Source: an optimization exercise on an open RTL-to-GDS flow (aim: small area, a short achievable clock period and few clock cycles per item). Production flows keep margins and buffers that such runs may drop.
Function was not checked in any run shown here: the RTL went through the layout flow alone.

**flow/config.mk**
```make
export PLATFORM = sky130hd
export DESIGN_NAME = cz_quant
export DESIGN_NICKNAME = cz_quant
export VERILOG_FILES = /design/flow/design.v
export SDC_FILE = /design/flow/constraint.sdc
export NUM_CORES = 4
export LEC_CHECK = 0
export ABC_AREA = 1
export CAP_MARGIN = 20
export CORE_MARGIN = 2
export CORE_UTILIZATION = 60
export SLEW_MARGIN = 20
```
**flow/constraint.sdc**
```tcl
create_clock -name core_clock -period 140.0 [get_ports {clk}]
set_input_delay 28.0000 -clock core_clock [delete_from_list [all_inputs] [get_ports {clk}]]
set_output_delay 28.0000 -clock core_clock [all_outputs]
set_load 0.01 [all_outputs]
```
**flow/design.v**
```verilog
module cz_rca #(
    parameter N = 8
) (
    input  [N-1:0] a,
    input  [N-1:0] b,
    input          ci,
    output [N-1:0] s,
    output         co
);
    wire [N:0] c;
    assign c[0] = ci;
    genvar i;
    generate
        for (i = 0; i < N; i = i + 1) begin : g_bit
            assign s[i]   = a[i] ^ b[i] ^ c[i];
            assign c[i+1] = (a[i] & b[i]) | (c[i] & (a[i] ^ b[i]));
        end
    endgenerate
    assign co = c[N];
endmodule
module cz_add #(
    parameter N = 8
) (
    input  [N-1:0] a,
    input  [N-1:0] b,
    input          ci,
    output [N-1:0] s,
    output         co
);
    localparam L = (N <= 2) ? 1 : (N <= 4) ? 2 : (N <= 8) ? 3 : (N <= 16) ? 4 :
                   (N <= 32) ? 5 : (N <= 64) ? 6 : 7;
    wire [N-1:0] p = a ^ b;
    wire [N*(L+1)-1:0] gv;
    wire [N*(L+1)-1:0] pv;
    assign gv[N-1:0] = (a & b) | {{(N-1){1'b0}}, p[0] & ci};
    assign pv[N-1:0] = p;
    genvar l, i;
    generate
        for (l = 0; l < L; l = l + 1) begin : g_lvl
            for (i = 0; i < N; i = i + 1) begin : g_bit
                if ((i >> l) & 1) begin : g_op
                    assign gv[(l+1)*N+i] = gv[l*N+i] | (pv[l*N+i] & gv[l*N+((i >> l) << l)-1]);
                    assign pv[(l+1)*N+i] = pv[l*N+i] & pv[l*N+((i >> l) << l)-1];
                end else begin : g_pass
                    assign gv[(l+1)*N+i] = gv[l*N+i];
                    assign pv[(l+1)*N+i] = pv[l*N+i];
                end
            end
        end
    endgenerate
    wire [N-1:0] c = gv[L*N+N-1:L*N];            
    assign s  = p ^ {c[N-2:0], ci};
    assign co = c[N-1];
endmodule
module cz_por #(
    parameter N = 8
) (
    input  [N-1:0] x,
    output [N-1:0] p
);
    localparam L = (N <= 2) ? 1 : (N <= 4) ? 2 : (N <= 8) ? 3 : (N <= 16) ? 4 :
                   (N <= 32) ? 5 : (N <= 64) ? 6 : 7;
    wire [N*(L+1)-1:0] v;
    assign v[N-1:0] = x;
    genvar l, i;
    generate
        for (l = 0; l < L; l = l + 1) begin : g_lvl
            for (i = 0; i < N; i = i + 1) begin : g_bit
                if ((i >> l) & 1) begin : g_op
                    assign v[(l+1)*N+i] = v[l*N+i] | v[l*N+((i >> l) << l)-1];
                end else begin : g_pass
                    assign v[(l+1)*N+i] = v[l*N+i];
                end
            end
        end
    endgenerate
    assign p = v[L*N+N-1:L*N];
endmodule
module cz_rnd24 #(
    parameter N = 40
) (
    input  [N-1:0] x,
    output [N:0]   y
);
    wire [N-1:0] xr, tr;
    genvar k;
    generate
        for (k = 0; k < N; k = k + 1) begin : g_rev
            assign xr[k] = x[N-1-k];
        end
    endgenerate
    cz_por #(.N(N)) u_t (.x(xr), .p(tr));
    wire [N+25:0] t;
    assign t[N+25:N] = 26'd0;
    generate
        for (k = 0; k < N; k = k + 1) begin : g_t
            assign t[k] = tr[N-1-k];
        end
    endgenerate
    wire [N-1:0] keep = ~t[N+23:24];                
    wire [N-1:0] lsb  = t[N+22:23] & ~t[N+23:24];   
    wire [N-1:0] rnd  = t[N+23:24] & ~t[N+24:25];   
    wire [N-1:0] stk  = t[N+24:25];                 
    wire up = (|(x & rnd)) & ((|(x & stk)) | (|(x & lsb)));
    wire [N-1:0] z = x | ~keep;
    wire [N-1:0] zn;
    wire [N-1:0] pa;
    cz_por #(.N(N)) u_c (.x(~z), .p(zn));
    assign pa = ~zn;                                 
    wire [N-1:0] c = {pa[N-2:0], 1'b1} & keep & {N{up}};
    assign y[N-1:0] = (x & keep) ^ c;
    assign y[N]     = up & pa[N-1];
endmodule
module cz_mul (
    input  [23:0] a,
    input  [15:0] b,
    input  [23:0] ex,       
    output [39:0] p
);
    wire [18:0] bx = {2'b00, b, 1'b0};
    wire [24:0] al = {a, 1'b0};           
    wire [224:0] pp;
    wire [8:0] ng;
    genvar j;
    generate
        for (j = 0; j < 9; j = j + 1) begin : g_row
            wire b2 = bx[2*j+2];
            wire b1 = bx[2*j+1];
            wire b0 = bx[2*j];
            wire one = b1 ^ b0;
            wire two = (b2 & ~b1 & ~b0) | (~b2 & b1 & b0);
            assign ng[j] = b2 & ~(b1 & b0);
            assign pp[j*25+24:j*25] = (({1'b0, a} & {25{one}}) | (al & {25{two}})) ^ {25{ng[j]}};
        end
    endgenerate
    wire s1, c2, s3, c4, s5, c6, s7, c8, s9, c10, s11, c12, s13, c14, s15, c16;
    wire s17, c18, s19, c20, s21, c22, s23, c24, s25, c26, s27, c28, s29, c30, s31, c32;
    wire s33, c34, s35, c36, s37, c38, s39, c40, s41, c42, s43, c44, s45, c46, s47, c48;
    wire s49, c50, s51, c52, s53, c54, s55, c56, s57, c58, s59, c60, s61, c62, s63, c64;
    wire s65, c66, s67, c68, s69, c70, s71, c72, s73, c74, s75, c76, s77, c78, s79, c80;
    wire s81, c82, s83, c84, s85, c86, s87, c88, s89, c90, s91, c92, s93, c94, s95, c96;
    wire s97, c98, s99, c100, s101, c102, s103, c104, s105, c106, s107, c108, s109, c110, s111, c112;
    wire s113, c114, s115, c116, s117, c118, s119, c120, s121, c122, s123, c124, s125, c126, s127, c128;
    wire s129, c130, s131, c132, s133, c134, s135, c136, s137, c138, s139, c140, s141, c142, s143, c144;
    wire s145, c146, s147, c148, s149, c150, s151, c152, s153, c154, s155, c156, s157, c158, s159, c160;
    wire s161, c162, s163, c164, s165, c166, s167, c168, s169, c170, s171, c172, s173, c174, s175, c176;
    wire s177, c178, s179, c180, s181, c182, s183, c184, s185, c186, s187, c188, s189, c190, s191, c192;
    wire s193, c194, s195, c196, s197, c198, s199, c200, s201, c202, s203, c204, s205, c206, s207, c208;
    wire s209, c210, s211, c212, s213, c214, s215, c216, s217, c218, s219, c220, s221, c222, s223, c224;
    wire s225, c226, s227, c228, s229, c230, s231, c232, s233, c234, s235, c236, s237, c238, s239, c240;
    wire s241, c242, s243, c244, s245, c246, s247, c248, s249, c250, s251, c252, s253, c254, s255, c256;
    wire s257, c258, s259, c260, s261, c262, s263, c264, s265, c266, s267, c268, s269, c270, s271, c272;
    wire s273, c274, s275, c276, s277, c278, s279, c280, s281, c282, s283, c284, s285, c286, s287, c288;
    wire s289, c290, s291, c292, s293, c294, s295, c296, s297, c298, s299, c300, s301, c302, s303, c304;
    wire s305, c306, s307, c308, s309, c310, s311, c312, s313, c314, s315, c316, s317, c318, s319, c320;
    wire s321, c322, s323, c324, s325, c326, s327, c328, s329, c330, s331, c332, s333, c334, s335, c336;
    wire s337, c338, s339, c340, s341, c342, s343, c344, s345, c346, s347, c348, s349, c350, s351, c352;
    wire s353, c354, s355, c356, s357, c358, s359, c360, s361, c362, s363, c364, s365, c366, s367, c368;
    wire s369, c370, s371, c372, s373, c374, s375, c376, s377, c378, s379, c380, s381, c382, s383, c384;
    wire s385, c386, s387, c388, s389, c390, s391, c392, s393, c394, s395, c396, s397, c398, s399, c400;
    wire s401, c402, s403, c404, s405, c406, s407, c408, s409, c410, s411, c412, s413, c414, s415, c416;
    wire s417, c418, s419, c420, s421, c422, s423, c424, s425, c426, s427, c428, s429, c430;
    assign s1 = pp[14] ^ pp[37];
    assign c2 = pp[14] & pp[37];
    assign s3 = pp[15] ^ pp[38];
    assign c4 = pp[15] & pp[38];
    assign s5 = pp[16] ^ pp[39] ^ pp[62];
    assign c6 = (pp[16] & pp[39]) | (pp[62] & (pp[16] ^ pp[39]));
    assign s7 = pp[17] ^ pp[40] ^ pp[63];
    assign c8 = (pp[17] & pp[40]) | (pp[63] & (pp[17] ^ pp[40]));
    assign s9 = pp[18] ^ pp[41] ^ pp[64];
    assign c10 = (pp[18] & pp[41]) | (pp[64] & (pp[18] ^ pp[41]));
    assign s11 = pp[19] ^ pp[42] ^ pp[65];
    assign c12 = (pp[19] & pp[42]) | (pp[65] & (pp[19] ^ pp[42]));
    assign s13 = pp[20] ^ pp[43] ^ pp[66];
    assign c14 = (pp[20] & pp[43]) | (pp[66] & (pp[20] ^ pp[43]));
    assign s15 = pp[21] ^ pp[44] ^ pp[67];
    assign c16 = (pp[21] & pp[44]) | (pp[67] & (pp[21] ^ pp[44]));
    assign s17 = pp[22] ^ pp[45] ^ pp[68];
    assign c18 = (pp[22] & pp[45]) | (pp[68] & (pp[22] ^ pp[45]));
    assign s19 = pp[23] ^ pp[46] ^ pp[69];
    assign c20 = (pp[23] & pp[46]) | (pp[69] & (pp[23] ^ pp[46]));
    assign s21 = pp[24] ^ pp[47];
    assign c22 = pp[24] & pp[47];
    assign s23 = pp[48] ^ pp[71] ^ pp[94];
    assign c24 = (pp[48] & pp[71]) | (pp[94] & (pp[48] ^ pp[71]));
    assign s25 = pp[49] ^ pp[72];
    assign c26 = pp[49] & pp[72];
    assign s27 = pp[8] ^ pp[31];
    assign c28 = pp[8] & pp[31];
    assign s29 = pp[9] ^ pp[32];
    assign c30 = pp[9] & pp[32];
    assign s31 = pp[10] ^ pp[33] ^ pp[56];
    assign c32 = (pp[10] & pp[33]) | (pp[56] & (pp[10] ^ pp[33]));
    assign s33 = pp[79] ^ pp[102];
    assign c34 = pp[79] & pp[102];
    assign s35 = pp[11] ^ pp[34] ^ pp[57];
    assign c36 = (pp[11] & pp[34]) | (pp[57] & (pp[11] ^ pp[34]));
    assign s37 = pp[80] ^ pp[103];
    assign c38 = pp[80] & pp[103];
    assign s39 = pp[12] ^ pp[35] ^ pp[58];
    assign c40 = (pp[12] & pp[35]) | (pp[58] & (pp[12] ^ pp[35]));
    assign s41 = pp[81] ^ pp[104] ^ pp[127];
    assign c42 = (pp[81] & pp[104]) | (pp[127] & (pp[81] ^ pp[104]));
    assign s43 = pp[150] ^ ng[6];
    assign c44 = pp[150] & ng[6];
    assign s45 = pp[13] ^ pp[36] ^ pp[59];
    assign c46 = (pp[13] & pp[36]) | (pp[59] & (pp[13] ^ pp[36]));
    assign s47 = pp[82] ^ pp[105] ^ pp[128];
    assign c48 = (pp[82] & pp[105]) | (pp[128] & (pp[82] ^ pp[105]));
    assign s49 = pp[151] ^ ex[13];
    assign c50 = pp[151] & ex[13];
    assign s51 = pp[60] ^ pp[83] ^ pp[106];
    assign c52 = (pp[60] & pp[83]) | (pp[106] & (pp[60] ^ pp[83]));
    assign s53 = pp[129] ^ pp[152] ^ pp[175];
    assign c54 = (pp[129] & pp[152]) | (pp[175] & (pp[129] ^ pp[152]));
    assign s55 = ng[7] ^ ex[14] ^ s1;
    assign c56 = (ng[7] & ex[14]) | (s1 & (ng[7] ^ ex[14]));
    assign s57 = pp[61] ^ pp[84] ^ pp[107];
    assign c58 = (pp[61] & pp[84]) | (pp[107] & (pp[61] ^ pp[84]));
    assign s59 = pp[130] ^ pp[153] ^ pp[176];
    assign c60 = (pp[130] & pp[153]) | (pp[176] & (pp[130] ^ pp[153]));
    assign s61 = ex[15] ^ s3 ^ c2;
    assign c62 = (ex[15] & s3) | (c2 & (ex[15] ^ s3));
    assign s63 = pp[85] ^ pp[108] ^ pp[131];
    assign c64 = (pp[85] & pp[108]) | (pp[131] & (pp[85] ^ pp[108]));
    assign s65 = pp[154] ^ pp[177] ^ pp[200];
    assign c66 = (pp[154] & pp[177]) | (pp[200] & (pp[154] ^ pp[177]));
    assign s67 = ex[16] ^ s5 ^ c4;
    assign c68 = (ex[16] & s5) | (c4 & (ex[16] ^ s5));
    assign s69 = pp[86] ^ pp[109] ^ pp[132];
    assign c70 = (pp[86] & pp[109]) | (pp[132] & (pp[86] ^ pp[109]));
    assign s71 = pp[155] ^ pp[178] ^ pp[201];
    assign c72 = (pp[155] & pp[178]) | (pp[201] & (pp[155] ^ pp[178]));
    assign s73 = ex[17] ^ s7 ^ c6;
    assign c74 = (ex[17] & s7) | (c6 & (ex[17] ^ s7));
    assign s75 = pp[87] ^ pp[110] ^ pp[133];
    assign c76 = (pp[87] & pp[110]) | (pp[133] & (pp[87] ^ pp[110]));
    assign s77 = pp[156] ^ pp[179] ^ pp[202];
    assign c78 = (pp[156] & pp[179]) | (pp[202] & (pp[156] ^ pp[179]));
    assign s79 = ex[18] ^ s9 ^ c8;
    assign c80 = (ex[18] & s9) | (c8 & (ex[18] ^ s9));
    assign s81 = pp[88] ^ pp[111] ^ pp[134];
    assign c82 = (pp[88] & pp[111]) | (pp[134] & (pp[88] ^ pp[111]));
    assign s83 = pp[157] ^ pp[180] ^ pp[203];
    assign c84 = (pp[157] & pp[180]) | (pp[203] & (pp[157] ^ pp[180]));
    assign s85 = ex[19] ^ s11 ^ c10;
    assign c86 = (ex[19] & s11) | (c10 & (ex[19] ^ s11));
    assign s87 = pp[89] ^ pp[112] ^ pp[135];
    assign c88 = (pp[89] & pp[112]) | (pp[135] & (pp[89] ^ pp[112]));
    assign s89 = pp[158] ^ pp[181] ^ pp[204];
    assign c90 = (pp[158] & pp[181]) | (pp[204] & (pp[158] ^ pp[181]));
    assign s91 = ex[20] ^ s13 ^ c12;
    assign c92 = (ex[20] & s13) | (c12 & (ex[20] ^ s13));
    assign s93 = pp[90] ^ pp[113] ^ pp[136];
    assign c94 = (pp[90] & pp[113]) | (pp[136] & (pp[90] ^ pp[113]));
    assign s95 = pp[159] ^ pp[182] ^ pp[205];
    assign c96 = (pp[159] & pp[182]) | (pp[205] & (pp[159] ^ pp[182]));
    assign s97 = ex[21] ^ s15 ^ c14;
    assign c98 = (ex[21] & s15) | (c14 & (ex[21] ^ s15));
    assign s99 = pp[91] ^ pp[114] ^ pp[137];
    assign c100 = (pp[91] & pp[114]) | (pp[137] & (pp[91] ^ pp[114]));
    assign s101 = pp[160] ^ pp[183] ^ pp[206];
    assign c102 = (pp[160] & pp[183]) | (pp[206] & (pp[160] ^ pp[183]));
    assign s103 = ex[22] ^ s17 ^ c16;
    assign c104 = (ex[22] & s17) | (c16 & (ex[22] ^ s17));
    assign s105 = pp[92] ^ pp[115] ^ pp[138];
    assign c106 = (pp[92] & pp[115]) | (pp[138] & (pp[92] ^ pp[115]));
    assign s107 = pp[161] ^ pp[184] ^ pp[207];
    assign c108 = (pp[161] & pp[184]) | (pp[207] & (pp[161] ^ pp[184]));
    assign s109 = ex[23] ^ s19 ^ c18;
    assign c110 = (ex[23] & s19) | (c18 & (ex[23] ^ s19));
    assign s111 = pp[70] ^ pp[93] ^ pp[116];
    assign c112 = (pp[70] & pp[93]) | (pp[116] & (pp[70] ^ pp[93]));
    assign s113 = pp[139] ^ pp[162] ^ pp[185];
    assign c114 = (pp[139] & pp[162]) | (pp[185] & (pp[139] ^ pp[162]));
    assign s115 = pp[208] ^ s21 ^ c20;
    assign c116 = (pp[208] & s21) | (c20 & (pp[208] ^ s21));
    assign s117 = pp[117] ^ pp[140] ^ pp[163];
    assign c118 = (pp[117] & pp[140]) | (pp[163] & (pp[117] ^ pp[140]));
    assign s119 = pp[186] ^ pp[209] ^ ~ng[0];
    assign c120 = (pp[186] & pp[209]) | (~ng[0] & (pp[186] ^ pp[209]));
    assign s121 = 1'b1 ^ s23 ^ c22;
    assign c122 = (1'b1 & s23) | (c22 & (1'b1 ^ s23));
    assign s123 = pp[95] ^ pp[118] ^ pp[141];
    assign c124 = (pp[95] & pp[118]) | (pp[141] & (pp[95] ^ pp[118]));
    assign s125 = pp[164] ^ pp[187] ^ pp[210];
    assign c126 = (pp[164] & pp[187]) | (pp[210] & (pp[164] ^ pp[187]));
    assign s127 = 1'b1 ^ s25 ^ c24;
    assign c128 = (1'b1 & s25) | (c24 & (1'b1 ^ s25));
    assign s129 = pp[73] ^ pp[96] ^ pp[119];
    assign c130 = (pp[73] & pp[96]) | (pp[119] & (pp[73] ^ pp[96]));
    assign s131 = pp[142] ^ pp[165] ^ pp[188];
    assign c132 = (pp[142] & pp[165]) | (pp[188] & (pp[142] ^ pp[165]));
    assign s133 = pp[211] ^ ~ng[1] ^ c26;
    assign c134 = (pp[211] & ~ng[1]) | (c26 & (pp[211] ^ ~ng[1]));
    assign s135 = pp[74] ^ pp[97] ^ pp[120];
    assign c136 = (pp[74] & pp[97]) | (pp[120] & (pp[74] ^ pp[97]));
    assign s137 = pp[143] ^ pp[166] ^ pp[189];
    assign c138 = (pp[143] & pp[166]) | (pp[189] & (pp[143] ^ pp[166]));
    assign s139 = pp[212] ^ 1'b1;
    assign c140 = pp[212] & 1'b1;
    assign s141 = pp[98] ^ pp[121] ^ pp[144];
    assign c142 = (pp[98] & pp[121]) | (pp[144] & (pp[98] ^ pp[121]));
    assign s143 = pp[167] ^ pp[190] ^ pp[213];
    assign c144 = (pp[167] & pp[190]) | (pp[213] & (pp[167] ^ pp[190]));
    assign s145 = pp[99] ^ pp[122] ^ pp[145];
    assign c146 = (pp[99] & pp[122]) | (pp[145] & (pp[99] ^ pp[122]));
    assign s147 = pp[168] ^ pp[191];
    assign c148 = pp[168] & pp[191];
    assign s149 = pp[123] ^ pp[146] ^ pp[169];
    assign c150 = (pp[123] & pp[146]) | (pp[169] & (pp[123] ^ pp[146]));
    assign s151 = pp[124] ^ pp[147];
    assign c152 = pp[124] & pp[147];
    assign s153 = pp[4] ^ pp[27];
    assign c154 = pp[4] & pp[27];
    assign s155 = pp[5] ^ pp[28];
    assign c156 = pp[5] & pp[28];
    assign s157 = pp[6] ^ pp[29] ^ pp[52];
    assign c158 = (pp[6] & pp[29]) | (pp[52] & (pp[6] ^ pp[29]));
    assign s159 = pp[75] ^ ng[3];
    assign c160 = pp[75] & ng[3];
    assign s161 = pp[7] ^ pp[30] ^ pp[53];
    assign c162 = (pp[7] & pp[30]) | (pp[53] & (pp[7] ^ pp[30]));
    assign s163 = pp[76] ^ ex[7];
    assign c164 = pp[76] & ex[7];
    assign s165 = pp[54] ^ pp[77] ^ pp[100];
    assign c166 = (pp[54] & pp[77]) | (pp[100] & (pp[54] ^ pp[77]));
    assign s167 = ng[4] ^ ex[8] ^ s27;
    assign c168 = (ng[4] & ex[8]) | (s27 & (ng[4] ^ ex[8]));
    assign s169 = pp[55] ^ pp[78] ^ pp[101];
    assign c170 = (pp[55] & pp[78]) | (pp[101] & (pp[55] ^ pp[78]));
    assign s171 = ex[9] ^ s29 ^ c28;
    assign c172 = (ex[9] & s29) | (c28 & (ex[9] ^ s29));
    assign s173 = pp[125] ^ ng[5] ^ ex[10];
    assign c174 = (pp[125] & ng[5]) | (ex[10] & (pp[125] ^ ng[5]));
    assign s175 = s31 ^ s33 ^ c30;
    assign c176 = (s31 & s33) | (c30 & (s31 ^ s33));
    assign s177 = pp[126] ^ ex[11] ^ s35;
    assign c178 = (pp[126] & ex[11]) | (s35 & (pp[126] ^ ex[11]));
    assign s179 = s37 ^ c32 ^ c34;
    assign c180 = (s37 & c32) | (c34 & (s37 ^ c32));
    assign s181 = ex[12] ^ s39 ^ s41;
    assign c182 = (ex[12] & s39) | (s41 & (ex[12] ^ s39));
    assign s183 = s43 ^ c36 ^ c38;
    assign c184 = (s43 & c36) | (c38 & (s43 ^ c36));
    assign s185 = s45 ^ s47 ^ s49;
    assign c186 = (s45 & s47) | (s49 & (s45 ^ s47));
    assign s187 = c40 ^ c42 ^ c44;
    assign c188 = (c40 & c42) | (c44 & (c40 ^ c42));
    assign s189 = s51 ^ s53 ^ s55;
    assign c190 = (s51 & s53) | (s55 & (s51 ^ s53));
    assign s191 = c46 ^ c48 ^ c50;
    assign c192 = (c46 & c48) | (c50 & (c46 ^ c48));
    assign s193 = s57 ^ s59 ^ s61;
    assign c194 = (s57 & s59) | (s61 & (s57 ^ s59));
    assign s195 = c52 ^ c54 ^ c56;
    assign c196 = (c52 & c54) | (c56 & (c52 ^ c54));
    assign s197 = s63 ^ s65 ^ s67;
    assign c198 = (s63 & s65) | (s67 & (s63 ^ s65));
    assign s199 = c58 ^ c60 ^ c62;
    assign c200 = (c58 & c60) | (c62 & (c58 ^ c60));
    assign s201 = s69 ^ s71 ^ s73;
    assign c202 = (s69 & s71) | (s73 & (s69 ^ s71));
    assign s203 = c64 ^ c66 ^ c68;
    assign c204 = (c64 & c66) | (c68 & (c64 ^ c66));
    assign s205 = s75 ^ s77 ^ s79;
    assign c206 = (s75 & s77) | (s79 & (s75 ^ s77));
    assign s207 = c70 ^ c72 ^ c74;
    assign c208 = (c70 & c72) | (c74 & (c70 ^ c72));
    assign s209 = s81 ^ s83 ^ s85;
    assign c210 = (s81 & s83) | (s85 & (s81 ^ s83));
    assign s211 = c76 ^ c78 ^ c80;
    assign c212 = (c76 & c78) | (c80 & (c76 ^ c78));
    assign s213 = s87 ^ s89 ^ s91;
    assign c214 = (s87 & s89) | (s91 & (s87 ^ s89));
    assign s215 = c82 ^ c84 ^ c86;
    assign c216 = (c82 & c84) | (c86 & (c82 ^ c84));
    assign s217 = s93 ^ s95 ^ s97;
    assign c218 = (s93 & s95) | (s97 & (s93 ^ s95));
    assign s219 = c88 ^ c90 ^ c92;
    assign c220 = (c88 & c90) | (c92 & (c88 ^ c90));
    assign s221 = s99 ^ s101 ^ s103;
    assign c222 = (s99 & s101) | (s103 & (s99 ^ s101));
    assign s223 = c94 ^ c96 ^ c98;
    assign c224 = (c94 & c96) | (c98 & (c94 ^ c96));
    assign s225 = s105 ^ s107 ^ s109;
    assign c226 = (s105 & s107) | (s109 & (s105 ^ s107));
    assign s227 = c100 ^ c102 ^ c104;
    assign c228 = (c100 & c102) | (c104 & (c100 ^ c102));
    assign s229 = s111 ^ s113 ^ s115;
    assign c230 = (s111 & s113) | (s115 & (s111 ^ s113));
    assign s231 = c106 ^ c108 ^ c110;
    assign c232 = (c106 & c108) | (c110 & (c106 ^ c108));
    assign s233 = s117 ^ s119 ^ s121;
    assign c234 = (s117 & s119) | (s121 & (s117 ^ s119));
    assign s235 = c112 ^ c114 ^ c116;
    assign c236 = (c112 & c114) | (c116 & (c112 ^ c114));
    assign s237 = s123 ^ s125 ^ s127;
    assign c238 = (s123 & s125) | (s127 & (s123 ^ s125));
    assign s239 = c118 ^ c120 ^ c122;
    assign c240 = (c118 & c120) | (c122 & (c118 ^ c120));
    assign s241 = s129 ^ s131 ^ s133;
    assign c242 = (s129 & s131) | (s133 & (s129 ^ s131));
    assign s243 = c124 ^ c126 ^ c128;
    assign c244 = (c124 & c126) | (c128 & (c124 ^ c126));
    assign s245 = s135 ^ s137 ^ s139;
    assign c246 = (s135 & s137) | (s139 & (s135 ^ s137));
    assign s247 = c130 ^ c132 ^ c134;
    assign c248 = (c130 & c132) | (c134 & (c130 ^ c132));
    assign s249 = ~ng[2] ^ s141 ^ s143;
    assign c250 = (~ng[2] & s141) | (s143 & (~ng[2] ^ s141));
    assign s251 = c136 ^ c138 ^ c140;
    assign c252 = (c136 & c138) | (c140 & (c136 ^ c138));
    assign s253 = pp[214] ^ 1'b1 ^ s145;
    assign c254 = (pp[214] & 1'b1) | (s145 & (pp[214] ^ 1'b1));
    assign s255 = s147 ^ c142 ^ c144;
    assign c256 = (s147 & c142) | (c144 & (s147 ^ c142));
    assign s257 = pp[192] ^ pp[215] ^ ~ng[3];
    assign c258 = (pp[192] & pp[215]) | (~ng[3] & (pp[192] ^ pp[215]));
    assign s259 = s149 ^ c146 ^ c148;
    assign c260 = (s149 & c146) | (c148 & (s149 ^ c146));
    assign s261 = pp[170] ^ pp[193] ^ pp[216];
    assign c262 = (pp[170] & pp[193]) | (pp[216] & (pp[170] ^ pp[193]));
    assign s263 = 1'b1 ^ s151 ^ c150;
    assign c264 = (1'b1 & s151) | (c150 & (1'b1 ^ s151));
    assign s265 = pp[148] ^ pp[171] ^ pp[194];
    assign c266 = (pp[148] & pp[171]) | (pp[194] & (pp[148] ^ pp[171]));
    assign s267 = pp[217] ^ ~ng[4] ^ c152;
    assign c268 = (pp[217] & ~ng[4]) | (c152 & (pp[217] ^ ~ng[4]));
    assign s269 = pp[149] ^ pp[172] ^ pp[195];
    assign c270 = (pp[149] & pp[172]) | (pp[195] & (pp[149] ^ pp[172]));
    assign s271 = pp[218] ^ 1'b1;
    assign c272 = pp[218] & 1'b1;
    assign s273 = pp[173] ^ pp[196] ^ pp[219];
    assign c274 = (pp[173] & pp[196]) | (pp[219] & (pp[173] ^ pp[196]));
    assign s275 = pp[174] ^ pp[197];
    assign c276 = pp[174] & pp[197];
    assign s277 = pp[2] ^ pp[25];
    assign c278 = pp[2] & pp[25];
    assign s279 = pp[3] ^ pp[26];
    assign c280 = pp[3] & pp[26];
    assign s281 = pp[50] ^ ng[2] ^ ex[4];
    assign c282 = (pp[50] & ng[2]) | (ex[4] & (pp[50] ^ ng[2]));
    assign s283 = pp[51] ^ ex[5] ^ s155;
    assign c284 = (pp[51] & ex[5]) | (s155 & (pp[51] ^ ex[5]));
    assign s285 = ex[6] ^ s157 ^ s159;
    assign c286 = (ex[6] & s157) | (s159 & (ex[6] ^ s157));
    assign s287 = s161 ^ s163 ^ c158;
    assign c288 = (s161 & s163) | (c158 & (s161 ^ s163));
    assign s289 = s165 ^ s167 ^ c162;
    assign c290 = (s165 & s167) | (c162 & (s165 ^ s167));
    assign s291 = s169 ^ s171 ^ c166;
    assign c292 = (s169 & s171) | (c166 & (s169 ^ s171));
    assign s293 = s173 ^ s175 ^ c170;
    assign c294 = (s173 & s175) | (c170 & (s173 ^ s175));
    assign s295 = s177 ^ s179 ^ c174;
    assign c296 = (s177 & s179) | (c174 & (s177 ^ s179));
    assign s297 = s181 ^ s183 ^ c178;
    assign c298 = (s181 & s183) | (c178 & (s181 ^ s183));
    assign s299 = s185 ^ s187 ^ c182;
    assign c300 = (s185 & s187) | (c182 & (s185 ^ s187));
    assign s301 = s189 ^ s191 ^ c186;
    assign c302 = (s189 & s191) | (c186 & (s189 ^ s191));
    assign s303 = s193 ^ s195 ^ c190;
    assign c304 = (s193 & s195) | (c190 & (s193 ^ s195));
    assign s305 = s197 ^ s199 ^ c194;
    assign c306 = (s197 & s199) | (c194 & (s197 ^ s199));
    assign s307 = s201 ^ s203 ^ c198;
    assign c308 = (s201 & s203) | (c198 & (s201 ^ s203));
    assign s309 = s205 ^ s207 ^ c202;
    assign c310 = (s205 & s207) | (c202 & (s205 ^ s207));
    assign s311 = s209 ^ s211 ^ c206;
    assign c312 = (s209 & s211) | (c206 & (s209 ^ s211));
    assign s313 = s213 ^ s215 ^ c210;
    assign c314 = (s213 & s215) | (c210 & (s213 ^ s215));
    assign s315 = s217 ^ s219 ^ c214;
    assign c316 = (s217 & s219) | (c214 & (s217 ^ s219));
    assign s317 = s221 ^ s223 ^ c218;
    assign c318 = (s221 & s223) | (c218 & (s221 ^ s223));
    assign s319 = s225 ^ s227 ^ c222;
    assign c320 = (s225 & s227) | (c222 & (s225 ^ s227));
    assign s321 = s229 ^ s231 ^ c226;
    assign c322 = (s229 & s231) | (c226 & (s229 ^ s231));
    assign s323 = s233 ^ s235 ^ c230;
    assign c324 = (s233 & s235) | (c230 & (s233 ^ s235));
    assign s325 = s237 ^ s239 ^ c234;
    assign c326 = (s237 & s239) | (c234 & (s237 ^ s239));
    assign s327 = s241 ^ s243 ^ c238;
    assign c328 = (s241 & s243) | (c238 & (s241 ^ s243));
    assign s329 = s245 ^ s247 ^ c242;
    assign c330 = (s245 & s247) | (c242 & (s245 ^ s247));
    assign s331 = s249 ^ s251 ^ c246;
    assign c332 = (s249 & s251) | (c246 & (s249 ^ s251));
    assign s333 = s253 ^ s255 ^ c250;
    assign c334 = (s253 & s255) | (c250 & (s253 ^ s255));
    assign s335 = s257 ^ s259 ^ c254;
    assign c336 = (s257 & s259) | (c254 & (s257 ^ s259));
    assign s337 = s261 ^ s263 ^ c258;
    assign c338 = (s261 & s263) | (c258 & (s261 ^ s263));
    assign s339 = s265 ^ s267 ^ c262;
    assign c340 = (s265 & s267) | (c262 & (s265 ^ s267));
    assign s341 = s269 ^ s271 ^ c266;
    assign c342 = (s269 & s271) | (c266 & (s269 ^ s271));
    assign s343 = ~ng[5] ^ s273 ^ c270;
    assign c344 = (~ng[5] & s273) | (c270 & (~ng[5] ^ s273));
    assign s345 = pp[220] ^ 1'b1 ^ s275;
    assign c346 = (pp[220] & 1'b1) | (s275 & (pp[220] ^ 1'b1));
    assign s347 = pp[198] ^ pp[221] ^ ~ng[6];
    assign c348 = (pp[198] & pp[221]) | (~ng[6] & (pp[198] ^ pp[221]));
    assign s349 = pp[199] ^ pp[222];
    assign c350 = pp[199] & pp[222];
    assign s351 = pp[0] ^ ng[0];
    assign c352 = pp[0] & ng[0];
    assign s353 = pp[1] ^ ex[1];
    assign c354 = pp[1] & ex[1];
    assign s355 = ng[1] ^ ex[2] ^ s277;
    assign c356 = (ng[1] & ex[2]) | (s277 & (ng[1] ^ ex[2]));
    assign s357 = ex[3] ^ s279 ^ c278;
    assign c358 = (ex[3] & s279) | (c278 & (ex[3] ^ s279));
    assign s359 = s153 ^ s281 ^ c280;
    assign c360 = (s153 & s281) | (c280 & (s153 ^ s281));
    assign s361 = c154 ^ s283 ^ c282;
    assign c362 = (c154 & s283) | (c282 & (c154 ^ s283));
    assign s363 = c156 ^ s285 ^ c284;
    assign c364 = (c156 & s285) | (c284 & (c156 ^ s285));
    assign s365 = c160 ^ s287 ^ c286;
    assign c366 = (c160 & s287) | (c286 & (c160 ^ s287));
    assign s367 = c164 ^ s289 ^ c288;
    assign c368 = (c164 & s289) | (c288 & (c164 ^ s289));
    assign s369 = c168 ^ s291 ^ c290;
    assign c370 = (c168 & s291) | (c290 & (c168 ^ s291));
    assign s371 = c172 ^ s293 ^ c292;
    assign c372 = (c172 & s293) | (c292 & (c172 ^ s293));
    assign s373 = c176 ^ s295 ^ c294;
    assign c374 = (c176 & s295) | (c294 & (c176 ^ s295));
    assign s375 = c180 ^ s297 ^ c296;
    assign c376 = (c180 & s297) | (c296 & (c180 ^ s297));
    assign s377 = c184 ^ s299 ^ c298;
    assign c378 = (c184 & s299) | (c298 & (c184 ^ s299));
    assign s379 = c188 ^ s301 ^ c300;
    assign c380 = (c188 & s301) | (c300 & (c188 ^ s301));
    assign s381 = c192 ^ s303 ^ c302;
    assign c382 = (c192 & s303) | (c302 & (c192 ^ s303));
    assign s383 = c196 ^ s305 ^ c304;
    assign c384 = (c196 & s305) | (c304 & (c196 ^ s305));
    assign s385 = c200 ^ s307 ^ c306;
    assign c386 = (c200 & s307) | (c306 & (c200 ^ s307));
    assign s387 = c204 ^ s309 ^ c308;
    assign c388 = (c204 & s309) | (c308 & (c204 ^ s309));
    assign s389 = c208 ^ s311 ^ c310;
    assign c390 = (c208 & s311) | (c310 & (c208 ^ s311));
    assign s391 = c212 ^ s313 ^ c312;
    assign c392 = (c212 & s313) | (c312 & (c212 ^ s313));
    assign s393 = c216 ^ s315 ^ c314;
    assign c394 = (c216 & s315) | (c314 & (c216 ^ s315));
    assign s395 = c220 ^ s317 ^ c316;
    assign c396 = (c220 & s317) | (c316 & (c220 ^ s317));
    assign s397 = c224 ^ s319 ^ c318;
    assign c398 = (c224 & s319) | (c318 & (c224 ^ s319));
    assign s399 = c228 ^ s321 ^ c320;
    assign c400 = (c228 & s321) | (c320 & (c228 ^ s321));
    assign s401 = c232 ^ s323 ^ c322;
    assign c402 = (c232 & s323) | (c322 & (c232 ^ s323));
    assign s403 = c236 ^ s325 ^ c324;
    assign c404 = (c236 & s325) | (c324 & (c236 ^ s325));
    assign s405 = c240 ^ s327 ^ c326;
    assign c406 = (c240 & s327) | (c326 & (c240 ^ s327));
    assign s407 = c244 ^ s329 ^ c328;
    assign c408 = (c244 & s329) | (c328 & (c244 ^ s329));
    assign s409 = c248 ^ s331 ^ c330;
    assign c410 = (c248 & s331) | (c330 & (c248 ^ s331));
    assign s411 = c252 ^ s333 ^ c332;
    assign c412 = (c252 & s333) | (c332 & (c252 ^ s333));
    assign s413 = c256 ^ s335 ^ c334;
    assign c414 = (c256 & s335) | (c334 & (c256 ^ s335));
    assign s415 = c260 ^ s337 ^ c336;
    assign c416 = (c260 & s337) | (c336 & (c260 ^ s337));
    assign s417 = c264 ^ s339 ^ c338;
    assign c418 = (c264 & s339) | (c338 & (c264 ^ s339));
    assign s419 = c268 ^ s341 ^ c340;
    assign c420 = (c268 & s341) | (c340 & (c268 ^ s341));
    assign s421 = c272 ^ s343 ^ c342;
    assign c422 = (c272 & s343) | (c342 & (c272 ^ s343));
    assign s423 = c274 ^ s345 ^ c344;
    assign c424 = (c274 & s345) | (c344 & (c274 ^ s345));
    assign s425 = c276 ^ s347 ^ c346;
    assign c426 = (c276 & s347) | (c346 & (c276 ^ s347));
    assign s427 = 1'b1 ^ s349 ^ c348;
    assign c428 = (1'b1 & s349) | (c348 & (1'b1 ^ s349));
    assign s429 = pp[223] ^ ~ng[7] ^ c350;
    assign c430 = (pp[223] & ~ng[7]) | (c350 & (pp[223] ^ ~ng[7]));
    wire [39:0] r0 = {s429, s427, s425, s423, s421, s419, s417, s415, s413, s411, s409, s407, s405, s403, s401, s399, s397, s395, s393, s391, s389, s387, s385, s383, s381, s379, s377, s375, s373, s371, s369, s367, s365, s363, s361, s359, s357, s355, s353, ex[0]};
    wire [39:0] r1 = {c428, c426, c424, c422, c420, c418, c416, c414, c412, c410, c408, c406, c404, c402, c400, c398, c396, c394, c392, c390, c388, c386, c384, c382, c380, c378, c376, c374, c372, c370, c368, c366, c364, c362, c360, c358, c356, c354, c352, s351};
    cz_add #(.N(40)) u_fin (.a(r0), .b(r1), .ci(1'b0), .s(p), .co());
endmodule
module cz_xstep (
    input  [30:0] d,
    input         ident,
    input         zero,        
    output [11:0] idx,
    output [23:0] op_a,
    output [7:0]  k
);
    wire [7:0]  e8 = d[30:23];
    wire [23:0] m  = {|e8, d[22:0]};
    reg [4:0] lz;
    integer n;
    always @* begin
        lz = 5'd0;
        for (n = 0; n < 24; n = n + 1)
            if (m[n]) lz = 5'd23 - n[4:0];
    end
    wire [23:0] mn = m << lz;
    wire [7:0]  eb = (e8 == 8'd0) ? 8'd1 : e8;
    wire [35:0] p;
    cz_rca #(.N(36)) u_p (.a({mn, 12'd0}), .b(~{12'd0, mn}), .ci(1'b1), .s(p), .co());
    wire        h    = p[35];
    wire [23:0] xraw = h ? p[35:12] : p[34:11];
    wire        rb   = h ? p[11] : p[10];
    wire        st   = h ? (|p[10:0]) : (|p[9:0]);
    wire        up   = rb & (st | xraw[0]);
    wire [24:0] xs;
    cz_rca #(.N(24)) u_xs (.a(xraw), .b(24'd0), .ci(up), .s(xs[23:0]), .co(xs[24]));
    wire        cy   = xs[24];
    wire [23:0] xm   = cy ? 24'h800000 : xs[23:0];
    wire [8:0]  gp;
    cz_rca #(.N(9)) u_gp (.a({1'b0, eb}), .b({7'd0, h & cy, h ^ cy}), .ci(1'b0), .s(gp), .co());
    wire [9:0]  g;
    cz_rca #(.N(10)) u_g (.a({1'b0, gp}), .b(~{5'd0, lz}), .ci(1'b1), .s(g), .co());
    wire [9:0]  shw;                         
    cz_rca #(.N(10)) u_sh (.a(g), .b(~10'd116), .ci(1'b1), .s(shw), .co());
    wire        xge1 = !shw[9];
    wire        xg   = xge1 && !ident;
    wire [23:0] xsrc = zero ? 24'd0 : ident ? m : xm;
    wire [3:0]  sh   = xg ? shw[3:0] : 4'd0;
    wire [34:0] xf   = {11'd0, xsrc} << sh;
    wire [7:0]  kt;                          
    cz_rca #(.N(8)) u_kt (.a(8'd116), .b(~g[7:0]), .ci(1'b1), .s(kt), .co());
    assign idx  = xg ? xf[34:23] : 12'd0;
    assign op_a = {xf[23] && !xg, xf[22:0]};
    assign k    = ident ? {1'b0, ~eb[6:0]} : (xge1 ? 8'd0 : kt);
endmodule
module cz_mstep (
    input  [15:0] t0,
    input  [15:0] t1,
    input  [23:0] op_a,
    input         ident,
    output [39:0] r,
    output        sgn
);
    wire [15:0] d10;
    wire        ge;
    cz_add #(.N(16)) u_d (.a(t1), .b(~t0), .ci(1'b1), .s(d10), .co(ge));
    wire [15:0] b   = ident ? 16'hffff : (d10 ^ {16{!ge}});
    wire [23:0] ex  = op_a & {24{!ident && !ge}};
    wire [39:0] pm;
    cz_mul u_mul (.a(op_a), .b(b), .ex(ex), .p(pm));
    wire [40:0] rr;
    cz_rnd24 #(.N(40)) u_rnd (.x(pm), .y(rr));
    assign r   = rr[39:0];
    assign sgn = !ident && !ge;
endmodule
module cz_astep (
    input  [39:0] r,
    input         sgn,
    input  [15:0] t0,
    input  [7:0]  k,
    output [44:0] q,
    output        tiny,
    output [7:0]  ue
);
    wire [44:0] rs = {r, 5'd0};
    wire [45*7-1:0] sv;
    wire [6:0]      st;
    assign sv[44:0] = rs;
    assign st[0]    = 1'b0;
    genvar j;
    generate
        for (j = 0; j < 6; j = j + 1) begin : g_sh
            wire [44:0] cur = sv[j*45+44:j*45];
            assign sv[(j+1)*45+44:(j+1)*45] = k[j] ? (cur >> (1 << j)) : cur;
            assign st[j+1] = st[j] | (k[j] & (|cur[(1 << j)-1:0]));
        end
    endgenerate
    wire        big = |k[7:6];
    wire [44:0] a   = big ? 45'd0 : sv[6*45+44:6*45];
    wire        stk = big ? (|r) : st[6];
    wire [28:0] l29 = {a[27:0], stk};
    wire [28:0] lp;
    cz_por #(.N(29)) u_lo (.x(l29), .p(lp));
    wire [29:0] lo = {lp, 1'b0};
    wire [28:0] ln = l29 ^ ({29{sgn}} & lo[28:0]);
    wire [15:0] u;
    cz_add #(.N(16)) u_hi (.a(t0), .b(a[43:28] ^ {16{sgn}}), .ci(sgn & !lo[29]), .s(u), .co());
    wire [44:0] vx = {u, ln};
    wire [45:0] y;
    cz_rnd24 #(.N(45)) u_rnd (.x(vx), .y(y));
    assign tiny = (t0 == 16'd0) && stk;
    assign q    = tiny ? rs : y[44:0];
    wire [7:0]  uk;
    cz_rca #(.N(8)) u_uk (.a(8'd142), .b(~k), .ci(1'b1), .s(uk), .co());
    assign ue   = tiny ? uk : 8'd141;
endmodule
module cz_ostep (
    input  [44:0] q,
    input  [7:0]  ue,
    input         tiny,
    input  [3:0]  wc,      
    input  [4:0]  tau5,    
    output [31:0] yf,
    output [15:0] code
);
    reg [5:0] lzc;
    integer n;
    always @* begin
        lzc = 6'd45;
        for (n = 0; n < 45; n = n + 1)
            if (q[n]) lzc = 6'd44 - n[5:0];
    end
    wire [7:0]  el;                        
    wire        le;                        
    cz_rca #(.N(8)) u_el (.a(ue), .b(~{2'b00, lzc}), .ci(1'b1), .s(el), .co(le));
    wire [5:0]  sh  = le ? lzc : ue[5:0];
    wire [44:0] z   = q << sh;
    wire [7:0]  ex  = z[44] ? (el + 8'd1) : 8'd0;
    assign yf = {1'b0, ex, z[43:21]};
    wire [43:0] yq = q[44:1];
    wire [59:0] ys = {8'd0, yq, 8'd0} << wc;
    wire [59:0] am;
    cz_rca #(.N(60)) u_am (.a(ys), .b(~{16'd0, yq}), .ci(1'b1), .s(am), .co());
    wire [36:0] ap = am[59:23];            
    wire [21:0] s1;
    cz_rca #(.N(21)) u_s1 (.a(ap[36:16]), .b({5'd0, ap[15:0]}), .ci(1'b0), .s(s1[20:0]), .co(s1[21]));
    wire        c2;
    wire [15:0] s2_unused;
    cz_rca #(.N(16)) u_s2 (.a(s1[15:0]), .b({10'd0, s1[21:16]}), .ci(1'b1), .s(s2_unused), .co(c2));
    wire [6:0]  t3s;
    wire        t3c;
    cz_rca #(.N(6)) u_t3 (.a(s1[21:16]), .b({1'b0, tau5}), .ci(c2), .s(t3s[5:0]), .co(t3c));
    wire [20:0] t3 = {14'd0, t3c, t3s[5:0]};
    wire [20:0] sm;
    cz_rca #(.N(21)) u_sm (.a(ap[36:16]), .b(t3), .ci(1'b0), .s(sm), .co());
    assign code = tiny ? 16'd0 : sm[20:5];
endmodule
module cz_quant (
    input             clk,
    input             rst,           
    input             in_valid,
    output            in_ready,
    input      [31:0] in_d,          
    input             in_ident,      
    input       [2:0] in_table,      
    input       [4:0] in_width,      
    input       [2:0] in_dither,     
    input      [15:0] in_fn,         
    input       [2:0] in_word,       
    input      [19:0] in_entry,      
    input             in_zero,       
    output     [14:0] tbl_addr,      
    input      [15:0] tbl_data0,     
    input      [15:0] tbl_data1,     
    output reg        out_valid,
    input             out_ready,
    output reg [15:0] out_word,
    output reg [31:0] out_y          
);
    reg  sk_valid;
    reg  adv;            
    reg  rdy;            
    assign in_ready = rdy;
    localparam IW = 54;
    wire [IW-1:0] in_item = {in_d[30:0], in_ident, in_table, in_width[4], in_width[2:0],
                             in_dither, in_fn[3:0], in_word, in_entry[3:0], in_zero};
    reg           s1_valid;
    reg  [IW-1:0] s1_item;
    always @(posedge clk) begin
        if (rst)
            s1_valid <= 1'b0;
        else if (adv)
            s1_valid <= in_valid && rdy;
        if (adv)
            s1_item <= in_item;
    end
    wire [30:0] s1_d     = s1_item[53:23];
    wire        s1_ident = s1_item[22];
    wire  [2:0] s1_table = s1_item[21:19];
    wire  [3:0] s1_wc    = s1_item[18:15];
    wire  [2:0] s1_dith  = s1_item[14:12];
    wire  [3:0] s1_fn    = s1_item[11:8];
    wire  [2:0] s1_word  = s1_item[7:5];
    wire  [3:0] s1_entry = s1_item[4:1];
    wire        s1_zero  = s1_item[0];
    wire [11:0] x_idx;
    wire [23:0] x_opa;
    wire  [7:0] x_k;
    cz_xstep u_x (.d(s1_d), .ident(s1_ident), .zero(s1_zero), .idx(x_idx), .op_a(x_opa), .k(x_k));
    wire [3:0] v = s1_fn + {s1_word, 1'b0} + {1'b0, s1_word} + {s1_entry[1:0], 2'b00} + s1_entry;
    reg  [4:0] tau5;
    always @* begin
        case (s1_dith)
            3'd0:    tau5 = 5'b10000;
            3'd1:    tau5 = {v[0], 4'b1000};
            3'd2:    tau5 = {v[0], v[1], 3'b100};
            3'd3:    tau5 = {v[0], v[1], v[2], 2'b10};
            default: tau5 = {v[0], v[1], v[2], v[3], 1'b1};
        endcase
    end
    reg        s2_valid, s2_ident;
    reg  [2:0] s2_table;
    reg [11:0] s2_idx;
    reg [23:0] s2_opa;
    reg  [7:0] s2_k;
    reg  [3:0] s2_wc;
    reg  [4:0] s2_tau;
    always @(posedge clk) begin
        if (rst)
            s2_valid <= 1'b0;
        else if (adv)
            s2_valid <= s1_valid;
        if (adv) begin
            s2_ident <= s1_ident || s1_zero;
            s2_table <= s1_table;
            s2_idx   <= x_idx;
            s2_opa   <= x_opa;
            s2_k     <= x_k;
            s2_wc    <= s1_wc;
            s2_tau   <= tau5;
        end
    end
    assign tbl_addr = {s2_table, s2_idx};
    reg        s3_valid, s3_ident;
    reg [15:0] s3_t0, s3_t1;
    reg [23:0] s3_opa;
    reg  [7:0] s3_k;
    reg  [3:0] s3_wc;
    reg  [4:0] s3_tau;
    always @(posedge clk) begin
        if (rst)
            s3_valid <= 1'b0;
        else if (adv)
            s3_valid <= s2_valid;
        if (adv) begin
            s3_ident <= s2_ident;
            s3_t0    <= tbl_data0;
            s3_t1    <= tbl_data1;
            s3_opa   <= s2_opa;
            s3_k     <= s2_k;
            s3_wc    <= s2_wc;
            s3_tau   <= s2_tau;
        end
    end
    wire [39:0] m_r;
    wire        m_sgn;
    cz_mstep u_m (.t0(s3_t0), .t1(s3_t1), .op_a(s3_opa), .ident(s3_ident), .r(m_r), .sgn(m_sgn));
    wire [44:0] a_q;
    wire        a_tiny;
    wire  [7:0] a_ue;
    wire [15:0] m_t0 = s3_ident ? 16'd0 : s3_t0;
    cz_astep u_a (.r(m_r), .sgn(m_sgn), .t0(m_t0), .k(s3_k), .q(a_q), .tiny(a_tiny), .ue(a_ue));
    reg        s5_valid, s5_tiny;
    reg [44:0] s5_q;
    reg  [7:0] s5_ue;
    reg  [3:0] s5_wc;
    reg  [4:0] s5_tau;
    always @(posedge clk) begin
        if (rst)
            s5_valid <= 1'b0;
        else if (adv)
            s5_valid <= s3_valid;
        if (adv) begin
            s5_tiny <= a_tiny;
            s5_q    <= a_q;
            s5_ue   <= a_ue;
            s5_wc   <= s3_wc;
            s5_tau  <= s3_tau;
        end
    end
    wire [31:0] o_y;
    wire [15:0] o_code;
    cz_ostep u_o (.q(s5_q), .ue(s5_ue), .tiny(s5_tiny), .wc(s5_wc), .tau5(s5_tau),
                  .yf(o_y), .code(o_code));
    wire [15:0] w_word = o_code;
    wire [31:0] w_y    = o_y;
    wire        w_valid = adv && s5_valid;      
    wire        out_free = !out_valid || out_ready;
    wire        pend = sk_valid || w_valid;        
    wire        hold = out_valid && pend;          
    reg  [15:0] sk_word;
    reg  [31:0] sk_y;
    always @(posedge clk) begin
        if (rst) begin
            out_valid <= 1'b0;
            sk_valid  <= 1'b0;
            adv       <= 1'b1;
            rdy       <= 1'b0;
        end else begin
            out_valid <= pend || (out_valid && !out_ready);
            sk_valid  <= hold && !out_ready;
            adv       <= !hold || out_ready;
            rdy       <= !hold || out_ready;
        end
        if (out_free) begin
            out_word <= sk_valid ? sk_word : w_word;
            out_y    <= sk_valid ? sk_y : w_y;
        end
        if (!sk_valid) begin
            sk_word <= w_word;
            sk_y    <= w_y;
        end
    end
endmodule
```
**flow/flow/run.sh**
```bash
#!/bin/bash
# The standard layout (standard.sh), with one change: ABC maps the
# synthesised logic with area-oriented mapping (amap, then buffering and gate sizing;
# flow/abc_area.script)
# instead of ORFS's default abc_area.script. Registers, their names and cell
# types are the standard synthesis's, since ABC sees only combinational logic.
set -euo pipefail
rm -rf scripts_area
cp -r "$FLOW_HOME/scripts" scripts_area
cp flow/abc_area.script scripts_area/abc_area.script
bash standard.sh finish SCRIPTS_DIR="$PWD/scripts_area" > layout.log 2>&1
```
**flow/flow/abc_area.script**
```
strash
dch -f
amap
topo
stime -c
buffer -c
upsize -c
dnsize -c
```
**flow/standard.sh**
```bash
#!/bin/bash
# synth_recipe.tcl (not shown) runs the flow's synth.tcl, then flattens the netlist and writes it again
# the make line also repeats each setting of config.mk as NAME=value (left out here)
make -C /OpenROAD-flow-scripts/flow DESIGN_CONFIG=/design/flow/config.mk WORK_HOME=/design/flow/orfs CLKGATE_MAP_FILE= SYNTH_SCRIPT=/design/flow/synth_recipe.tcl "${@:-finish}"
```
==> results of run 1 <==
==> metrics by stage <==
stage	cells
after floorplan	4825
after global placement	5595
after detailed placement	5595
after CTS	5668
after global routing	5675
final	5675
==> path summary, 6_finish.rpt <==
check                               start   endpoint  cells after the start
worst min register to register   s3_wc[1]   s5_wc[1]                      0
worst min-delay path             s3_wc[1]   s5_wc[1]                      0
worst max register to register   s3_t1[0]   s5_q[30]                    151
worst max-delay path            out_y[24]  out_y[24]                      1
==> registers in the layout, summed over array words and instances, names as in the netlist, 12 cells and up <==
| register | flops |
|---|---|
| s3_opa | 24 |
| sk_word | 16 |
| s2_idx | 12 |
| out_word | 16 |
| out_y | 32 |
| s5_q | 45 |
| sk_y | 32 |
| s3_t0 | 16 |
| s2_opa | 24 |
| s1_item | 54 |
| s3_t1 | 16 |
==> area by class of cell <==
cell class / instances / area (um^2)
multi-input combinational: 3566 / 26100
fill: 5631 / 22500
sequential: 352 / 10000
inverter: 600 / 2280
timing repair buffer: 216 / 2050
tap: 864 / 1080
clock buffer: 50 / 1060
clock inverter: 23 / 285
antenna: 4 / 10.0
==> cells in the final DEF, fill, tap and decap left out, drive strengths merged, types with 12 or more instances in the layout <==
cell type      netlist  layout
o32ai               20      20
a32o                12      12
buf                 36      62
nor2               713     713
or3                 23      23
nand4               29      29
nand2              364     364
a22o                19      19
a21o                14      14
o221a               13      13
nor4                42      42
edfxtp             296     296
o31ai               16      16
o21ai              239     239
nand3               43      43
a222oi              12      12
a21oi              335     335
o22ai              508     508
clkbuf             270      50
fa                 268     268
o22a               303     303
inv                571     574
nor2b               21      21
o21a                14      14
or4                 16      16
a211oi              19      19
o221ai              18      18
nor3                90      90
a31oi               19      19
ha                 231     231
a221oi              26      26
dfxtp               56      56
clkinv              29      43
or2                 30      30
clkdlybuf4s50        0     154
==> cells by family (layout without fill, tap and decap cells) <==
group	Yosys count	in the layout	synth area share, %
adders and majority gates	499	499	20.9
and+or+nand+nor	1394	1394	15.8
AOI/OAI and AO/OA	1671	1671	28.9
xor gates and xnor gates	2	2	0.0444
DFF	352	352	25.4
other	0	4	0
buffers and inverters	907	889	8.90
==> routing by layer <==
layer  wire length (um)  up-vias  track usage (%)
met1              52800    17500             51.4
met2              56400     1939             56.7
met3              11400      310             5.69
met4               5630        0             15.5
met5                  0        -                0
li1                   -    17500                -
==> flow_summary.toml, run 1 <==
[floorplan]
rows = 94
boundaryPins = 185
initial_utilization_pct = 60.3
die-area_mm2 = 0.0678
core_mm2 = 0.0654
die_h_um = 260
fp.dieW_um = 260

[global_routing]
grt_pass1_wl_mm = 194
grt_overflow = 0
antenna_found_initial = 4
track_usage_pct = 36.7
grt_max_degree = 80
grt_pass1_vias = 34200

[synth]
ys_async_sr_fraction_pct = 0
synth_nets = 5444
yosys.area.top_type = "edfxtp_1"
synth_ff_type = "edfxtp_1"
synth_cells = 4825
synth_area_leaders = "edfxtp_1 (23%), fa_1 (14%), o22ai_1 (8.0%)"
synth_warnings = 3
yosysSeqAreaShare_pct = 25.4
netlist_area_mm2 = 0.0395
avgSynthCellArea_um2 = 8.18
netlist_top_cells_count = "nor2_1 (684), inv_1 (527), o22ai_1 (506)"
synth_edf_count = 296
synth_top_area_share_pct = 22.5
ys_types = 106
synth_most_common_cell = "nor2_1"
synth_seq_cells = 352

[place]
port-buffer-count = 154
dp_hpwl_mm = 96.2
dp_slack_ns = 110.25
gp_congestion = 1.01
dpl_cell_area_mm2 = 0.0414

[critical_path]
cp_slowest_cell = "clkdlybuf4s50_1"
r2r_slack_ns = 110.41
critical_path_class = "flop to primary output"
worstSetupEndpointType = "primary output"
required_ns = 112.00
critPathLaunchType = "flop"
crit_chain = "clkdlybuf4s50_1"
crit_family = "buffers and inverters"
crit_fanout = 1
cp.buffers_inverters = 1
crit_arrival_ns = 1.64
max_stage_delay_ns = 0.58

[run]
cap_viol_max_count = 0

[clock_tree]
cts_resized = 0
cts_sinks = 352
hold_buffers = 0
cts_buffer_depth = 3
cts_buffers = 40
clock_latency_ns = 0.60
post_cts_buffers = 0
clk_pin_slew_ns = 0.06
cts_tree = "built"
cts-htree-levels = 2
clock-root-buffer = "clkbuf_16"

[timing]
finalCritPeriodShare_pct = 21.2
skew_ns = 0.0262
fin_ws_ns = 110.36
timing.hold.ws_ns = 0.400
setup_viol = 0
setup_tns_ns = 0
fin_crit_ns = 29.64
fmax_ghz = 0.0337
worstMarginPinSlew_ns = 1.15
final_max_slew_viol_count = 0
max_slew_margin_pct = 22.7
rsz0062_at_grt = "false"
hold_violations = 0

[detailed_routing]
drc = 0
wl_per_cell_um = 22.2
routed_via_density = 6.55
totalWireLength_mm = 126
via_count = 37200
drt_iter0_markers = 4983
ant_nets = 0
dr.pass1.iters = 7

[worst_hold_path]
hold_path.class = "flop to flop"

[run_status]
status = "finished clean"

[cells_and_area]
nets = 5395
drive_gt1_share_pct = 6.93
syn_to_final_growth_pct = 8.60
final_util_pct = 65.5
fin_area_mm2 = 0.0428
==> run 2: changes to the inputs <==
==> flow/flow/abc_area.script (replaced) <==
strash
dch
amap
topo
stime -c
buffer -c
upsize -c
dnsize -c
==> run 2 against run 1 <==
Still clean on timing, DRC and antenna. Non-clock buffer count grew 7. Clock skew grew 0.022 ns. Worst setup slack lost 0.078 ns. Hold slack gained 0.011 ns. Die area shrank 1.2%. Core utilization grew 0.66 points. Via count shrank 0.98%. Synthesized cell count shrank 1.1%. Count of clock-buffer cells in the layout shrank 1.
==> flow_summary.toml, run 2 <==
[cells_and_area]
top_regs = "s1_item (54), s5_q (45)"
final_util_pct = 66.2
final_common_cell = "nor2_1"
nets = 5351
drive_gt1_share_pct = 6.36
multi_input_area_mm2 = 0.0258
syn_to_final_growth_pct = 9.23
largest_reg_flops = 54
fillCellCount = 5479
seqCellArea_mm2 = 0.0100
largest-register = "s1_item"
final_cell_mix = "nor2_1 (668), inv_1 (502), o22ai_1 (495), nand2_1 (372), edfxtp_1 (296)"

[timing]
setup_viol = 0
fin_crit_ns = 29.72
max_slew_margin_pct = 24.0
final_max_slew_viol_count = 0
fmax_ghz = 0.0336
hold_violations = 0
skew_ns = 0.0482
worstMarginPinSlew_ns = 1.14
rsz0062_at_grt = "false"
setup_tns_ns = 0
finalCritPeriodShare_pct = 21.2

[floorplan]
die-area_mm2 = 0.0670
fp.dieW_um = 259
initial_utilization_pct = 60.6
rows = 93
boundaryPins = 185
die_h_um = 259
core_mm2 = 0.0643

[clock_tree]
hold_buffers = 0
clock_latency_ns = 0.61
post_cts_buffers = 0
clock-root-buffer = "clkbuf_16"
cts-htree-levels = 2
cts_buffers = 40
cts_buffer_depth = 3
cts_tree = "built"
cts_resized = 0
clk_pin_slew_ns = 0.07
cts_sinks = 352

[critical_path]
critPathLaunchType = "flop"
crit_fanout = 28
r2r_cells = 146
cp_slowest_cell = "o21ai_1"
crit_arrival_ns = 30.04
crit_top_cell = "nor2_1"
worstSetupEndpointType = "flop"
required_ns = 140.32
critical_path_class = "flop to flop"
max_stage_delay_ns = 0.68

[synth]
netlist_area_mm2 = 0.0390
synth_seq_cells = 352
synth_most_common_cell = "nor2_1"
synth_ff_type = "edfxtp_1"
netlist_top_cells_count = "nor2_1 (672), inv_1 (503), o22ai_1 (498)"
synth_area_leaders = "edfxtp_1 (23%), fa_1 (14%), o22ai_1 (8.0%)"
synth_warnings = 3
yosys.area.top_type = "edfxtp_1"
avgSynthCellArea_um2 = 8.17
synth_edf_count = 296
synth_nets = 5389
yosysSeqAreaShare_pct = 25.7
ys_async_sr_fraction_pct = 0
synth_top_area_share_pct = 22.8
synth_cells = 4770
ys_types = 101

[run]
cap_viol_max_count = 0

[detailed_routing]
dr.pass1.iters = 9
wl_per_cell_um = 22.2
ant_nets = 0
totalWireLength_mm = 125
routed_via_density = 6.55
via_count = 36800
routed.top_layer = "met5"
met3WireLength_mm = 11.4
drc = 0
wl_met1_mm = 51.0
met2WireLength_mm = 56.0
drt_iter0_markers = 4723

[global_routing]
track_usage_pct = 36.1
antenna_found_initial = 4
grt_pass1_vias = 33700
grt_max_degree = 170
grt_pass1_wl_mm = 190
grt_overflow = 0

[place]
port-buffer-count = 154
dp_hpwl_mm = 94.8
gp_congestion = 1.02

[worst_hold_path]
worstHoldPathCells = 0
hold_path.class = "flop to flop"

[run_status]
status = "finished clean"
-- run 2: cell types whose count changed in the layout (fill, tap and decap cells not counted), moves of 14 or more --
cell      delta
a21oi_1     -49
o21ai_0     +57
nand2_1     +14
or3_1       +18
inv_1       -22
a221oi_1    -16
o22a_1      -18
-- run 2: cell type report --
type | count | share of cell area (%)
clock inverter | 25 | 0.961
clock buffer | 49 | 2.48
multi-input combinational | 3551 | 60.5
sequential | 352 | 23.5
timing repair buffer | 223 | 5.00
antenna | 3 | 0.0176
tap | 855 | 2.51
inverter | 564 | 4.99
-- run 2: critical path, delay by kind of cell, from the launching register on --
| family | cells | cell delay [ns] |
|---|---|---|
| AOI/OAI and AO/OA | 42 | 10.08 |
| adders and majority gates | 10 | 4.04 |
| and+or+nand+nor | 70 | 10.61 |
| DFF | 1 | 0.46 |
| buffers and inverters | 23 | 3.55 |
| xor gates and xnor gates | 1 | 0.61 |
-- run 2: cells by family after synthesis --
logic type	Yosys count	share of synthesized area (%)
and+or+nand+nor	1387	15.9
AOI/OAI and AO/OA	1658	28.7
adders and majority gates	499	21.2
xor gates and xnor gates	7	0.177
buffers and inverters	867	8.44
DFF	352	25.7
-- run 2: path summary, 6_finish.rpt --
kind / from / to / slack (ns)
worst max-delay path: s3_t0[0] / s5_q[31] / 110.28
worst min-delay path: s2_tau[0] / s3_tau[0] / 0.41
worst max register to register: s3_t0[0] / s5_q[31] / 110.28
worst min register to register: s2_tau[0] / s3_tau[0] / 0.41
-- run 2: per-layer routing --
layer / GRT usage [%] / up-vias
li1: - / 17300
met1: 49.9 / 17100
met2: 56.6 / 2050
met3: 5.37 / 353
met4: 15.9 / 2
met5: 0 / -
-- run 2: per-stage QoR --
stage / cell area (um^2) / cells / setup WS, ns / hold slack (ns)
after floorplan: 39000 / 4770 / 110.34 / 0.400
after global placement: 41000 / 5541 / 110.46 / 0.400
after detailed placement: 41000 / 5541 / 110.42 / 0.405
after CTS: 42500 / 5615 / 110.43 / 0.411
after global routing: 42600 / 5622 / 108.15 / 0.419
final: 42600 / 5622 / 110.28 / 0.411

==> what the ideal ports hide <==
How much do the figures lean on ideal ports? The routed layouts below were timed once more, with nothing changed but the port constraints.
Step 1 assumes that a clkbuf_16 drives the clock port and a buf_2 every other input.
Step 2 moves the port delays by t, midway between the first and last clock arrival at a register: inputs arrive t later, outputs are due t later. That takes back most of the time a late clock gives input paths.
Slacks: no drivers / after step 1 / after step 2; pairs: no drivers / after step 1.
run | t, ns | setup slack, ns | clock arrival spread, ns | worst slew at a driven data input, ns | pins driven straight from the clock port
run 1 | 0.647 | 110.360 / 110.296 / 109.999 | 0.028 / 0.027 | 0.13 | 1
run 2 | 0.652 | 110.282 / 110.282 / 110.282 | 0.049 / 0.048 | 0.12 | 1
After both steps every run listed still meets setup and hold. For run 1, which loses most, drivers alone change the setup slack by -0.064 ns; drivers and shift together by -0.361 ns.
